What follows belongs to an exercise in optimizing a design on an open flow for small area, a short achievable clock period and few clock cycles per item; a production flow would make more cautious choices.

==> flow/design.v (excerpt) <==
module rs80_dec (
    input  wire        clk,
    input  wire        rst,           
    input  wire        in_valid,
    output wire        in_ready,
    input  wire [15:0] in_data,
    output wire        out_valid,
    input  wire        out_ready,
    output wire [15:0] out_data,
    output wire        out_last,
    output wire [1:0]  out_status,    
    output wire [6:0]  out_pos        
);
    localparam integer D  = 86;       
    localparam integer DL = 1;        
    localparam [6:0]   DM1 = D - 1;
    localparam [7:0]   DM1W = D - 1;
    localparam [6:0]   D7 = D;
    localparam [1:0] STATUS_OK  = 2'd0,
                     STATUS_COR = 2'd1,
                     STATUS_UNC = 2'd2;
    function [15:0] gf_mul;
        input [15:0] a;
        input [15:0] b;
        reg   [15:0] p;
        reg   [15:0] x;
        integer      n;
        begin
            p = 16'd0;
            x = a;
            for (n = 0; n < 16; n = n + 1) begin
                if (b[n])
                    p = p ^ x;
                x = {x[14:0], 1'b0} ^ (x[15] ? 16'h100B : 16'h0000);
            end
            gf_mul = p;
        end
    endfunction
    function [15:0] gf_sq;
        input [15:0] a;
        reg   [15:0] p;
        reg   [15:0] x;
        integer      n;
        begin
            p = 16'd0;
            x = 16'h0001;
            for (n = 0; n < 16; n = n + 1) begin
                if (a[n])
                    p = p ^ x;
                x = {x[14:0], 1'b0} ^ (x[15] ? 16'h100B : 16'h0000);
                x = {x[14:0], 1'b0} ^ (x[15] ? 16'h100B : 16'h0000);
            end
            gf_sq = p;
        end
    endfunction
    function automatic [6:0] clmul4;
        input [3:0] a;
        input [3:0] b;
        integer n;
        begin
            clmul4 = 7'd0;
            for (n = 0; n < 4; n = n + 1)
                if (b[n])
                    clmul4 = clmul4 ^ ({3'd0, a} << n);
        end
    endfunction
    function automatic [14:0] clmul8;
        input [7:0] a;
        input [7:0] b;
        reg   [6:0] z0, z1, z2;
        begin
            z0 = clmul4(a[3:0], b[3:0]);
            z2 = clmul4(a[7:4], b[7:4]);
  ...
For scale: ~3900 cells after synthesis, roughly 1800 flip-flops, about 48 I/O pins, roughly 51000 µm² of cells after synthesis.
==> flow/config.mk <==
export PLATFORM = sky130hd
export DESIGN_NAME = rs80_dec
export DESIGN_NICKNAME = rs80_dec
export VERILOG_FILES = /design/flow/design.v
export SDC_FILE = /design/flow/constraint.sdc
export NUM_CORES = 4
export LEC_CHECK = 0
export CAP_MARGIN = 20
export CORE_MARGIN = 2
export CORE_UTILIZATION = 66
export CTS_CLUSTER_DIAMETER = 100
export CTS_CLUSTER_SIZE = 30
export SETUP_SLACK_MARGIN = 2.6
export SLEW_MARGIN = 20
==> flow/constraint.sdc <==
create_clock -name core_clock -period 5.0 [get_ports {clk}]
set_input_delay 1.0000 -clock core_clock [delete_from_list [all_inputs] [get_ports {clk}]]
set_output_delay 1.0000 -clock core_clock [all_outputs]
set_load 0.01 [all_outputs]
run.sh (not shown) runs the stock make flow with config.mk's settings and CLKGATE_MAP_FILE= SYNTH_SCRIPT=/design/flow/synth_recipe.tcl, a recipe that flattens the netlist after the stock synthesis.
The starting point completed with no timing, DRC or antenna violations.
==> next run, changes <==
--- a/flow/design.v
+++ b/flow/design.v
@@ -8,13 +8,13 @@
     input  wire        out_ready,
     output wire [15:0] out_data,
     output wire        out_last,
     output wire [1:0]  out_status,    
     output wire [6:0]  out_pos        
 );
-    localparam integer D  = 86;       
+    localparam integer D  = 87;       
     localparam integer DL = 1;        
     localparam [6:0]   DM1 = D - 1;
     localparam [7:0]   DM1W = D - 1;
     localparam [6:0]   D7 = D;
     localparam [1:0] STATUS_OK  = 2'd0,
                      STATUS_COR = 2'd1,
@@ -143,13 +143,13 @@
     assign out_status = o_st;
     assign out_pos    = o_pos;
     reg  b0;                
     reg  lastb;             
     reg  rdl;               
     reg  cnz;               
-    wire du_done = (du_st == 3'd6) || (du_st == 3'd7);
+    wire du_done = (du_st == 3'd7);
     wire tap_ok = rdl && cnz && (!b0 || du_done);
     wire rd = tap_ok && (!o_v || out_ready);
     wire last_beat = lastb;
     reg  [15:0] s0, s1, s2, s3, s4, s5;
     wire [15:0] x     = we ? d_r : drum[D-1];
     reg         first;               
@@ -193,15 +193,14 @@
         for (j = 0; j < 16; j = j + 1)
             if (hit_r[j])
                 hk = hk | (4'd15 - j[3:0]);
     end
     wire       any_hit = |hit_r;
     wire [2:0] ka      = 3'd6 - du_st;           
-    wire       last_b  = (du_st == 3'd6);
-    wire       res_found = found | (last_b & any_hit);
-    wire [6:0] res_m   = m | {3'd0, hk & {4{last_b}}};
+    wire       res_found = found;
+    wire [6:0] res_m   = m;
     wire [1:0] res_st  = allz ? STATUS_OK :
                          (enz && res_found && hk_ok) ? STATUS_COR : STATUS_UNC;
     wire [6:0] res_pos = (res_st == STATUS_COR) ? res_m : 7'd0;
     always @(posedge clk) begin
         if (snap) begin
             t0 <= s0n; t1 <= s1n; t2 <= s2n;
@@ -244,21 +243,18 @@
     wire [6:0] wd_adv   = we ? wd : wd_dec;
     wire       realign  = idle && !fire;
     wire [6:0] wd_n     = realign ? 7'd1 : wd_adv;
     wire [6:0] rdd_n    = realign ? 7'd1 : (rd ? rdd : rdd_dec);
     wire [6:0] ai_inc   = (ai == DM1) ? 7'd0 : ai + 7'd1;
     wire [6:0] wc_inc   = wc + {6'd0, we};
-    wire [6:0] ai_k     = snap ? 7'd0 : ai_inc;           
-    wire [6:0] wc_k     = snap ? (wc_inc - 7'd80) : wc_inc;
-    wire [6:0] ai_n     = realign ? DM1  : ai_k;
-    wire [6:0] wc_n     = realign ? 7'd0 : wc_k;
-    wire       du_busy  = (du_st != 3'd0) && (du_st < 3'd6);
+    wire [6:0] ai_n     = realign ? DM1  : snap ? 7'd0 : ai_inc;
+    wire [6:0] wc_n     = realign ? 7'd0 : snap ? (wc_inc - 7'd80) : wc_inc;
+    wire       du_busy  = (du_st != 3'd0) && (du_st != 3'd7);
     wire [2:0] du_st_n  = snap ? 3'd1 :
                           du_busy ? du_st + 3'd1 :
-                          (rd && b0) ? 3'd0 :
-                          (du_st == 3'd6) ? 3'd7 : du_st;
+                          (rd && b0) ? 3'd0 : du_st;
     wire       room_n   = rd || (cv != D7);           
     wire       wr_next  = (wd_adv == 7'd0) && room_n;
     wire       rdy1     = wr_next;                    
     wire       rdy0     = !hold || wr_next;
     always @(posedge clk) begin
         if (rst) begin
@@ -288,16 +284,16 @@
             in_rdy  <= fire ? rdy1 : rdy0;
             wd      <= wd_n;
             rdd     <= rdd_n;
             cnt     <= cnt_n;
             ai      <= ai_n;
             wc      <= wc_n;
-            first   <= !realign && (ai_k == 7'd0);
-            a79     <= !realign && (ai_k == 7'd79);
-            ai_lt   <= !realign && (ai_k < wc_k);
-            ai_eq   <= !realign && (ai_k == wc_k);
+            first   <= (ai_n == 7'd0);
+            a79     <= (ai_n == 7'd79);
+            ai_lt   <= (ai_n < wc_n);
+            ai_eq   <= (ai_n == wc_n);
             run_ok <= (first || run_ok) && slot_ok;
             du_st   <= du_st_n;
             rdl     <= realign || (rd ? rdl : (rdd == DL + 1));
             cnz     <= rd ? (cv != 7'd1) : (cv != 7'd0);
             if (rd) begin
                 b0    <= lastb;
After rerunning:
- setup slack got worse by 81 ps
- register-to-register slack got worse by 80 ps
- design area drops by 0.88%
- synthesized cell count climbs by 0.69%
- die area is about the same
- non-clock buffer count drops by 21
- synthesized area barely changes
- clock-buffer cell count climbs by 2
- wire length climbs by 3.4%
- final cell count barely changes
No functional check of the RTL was part of any run of this note.

==> re-timing with driven ports <==
The flow's constraints put no driver on any port. The routed layouts listed below were extracted and timed again, unchanged, in two steps.
Step 1 (the two cells are an assumption about what drives the block):
set clk [get_ports {clk}]
set_driving_cell -lib_cell sky130_fd_sc_hd__clkbuf_16 $clk
set_driving_cell -lib_cell sky130_fd_sc_hd__buf_2 [delete_from_list [all_inputs] $clk]
Step 2 adds t to the input delays and takes it off the output delays; t is the mean of the earliest and latest rising clock arrival at the registers after step 1. Input paths then give back, and output paths get back, about the clock's delay inside the block.
Slacks: ideal ports / drivers / drivers and shift; pairs: ideal ports / drivers.
run	t (ns)	setup WS [ns]	worst register clock-pin slew, ns	cell pins on the clock port's net
the first run	0.732	2.459 / 2.459 / 1.998	0.12 / 0.12	1
the second run	0.732	2.379 / 2.379 / 1.687	0.12 / 0.12	1
After both steps setup and hold are still met in every run listed. For the second run, which loses most, drivers alone change the setup slack by 0.000 ns; drivers and shift together by -0.692 ns.
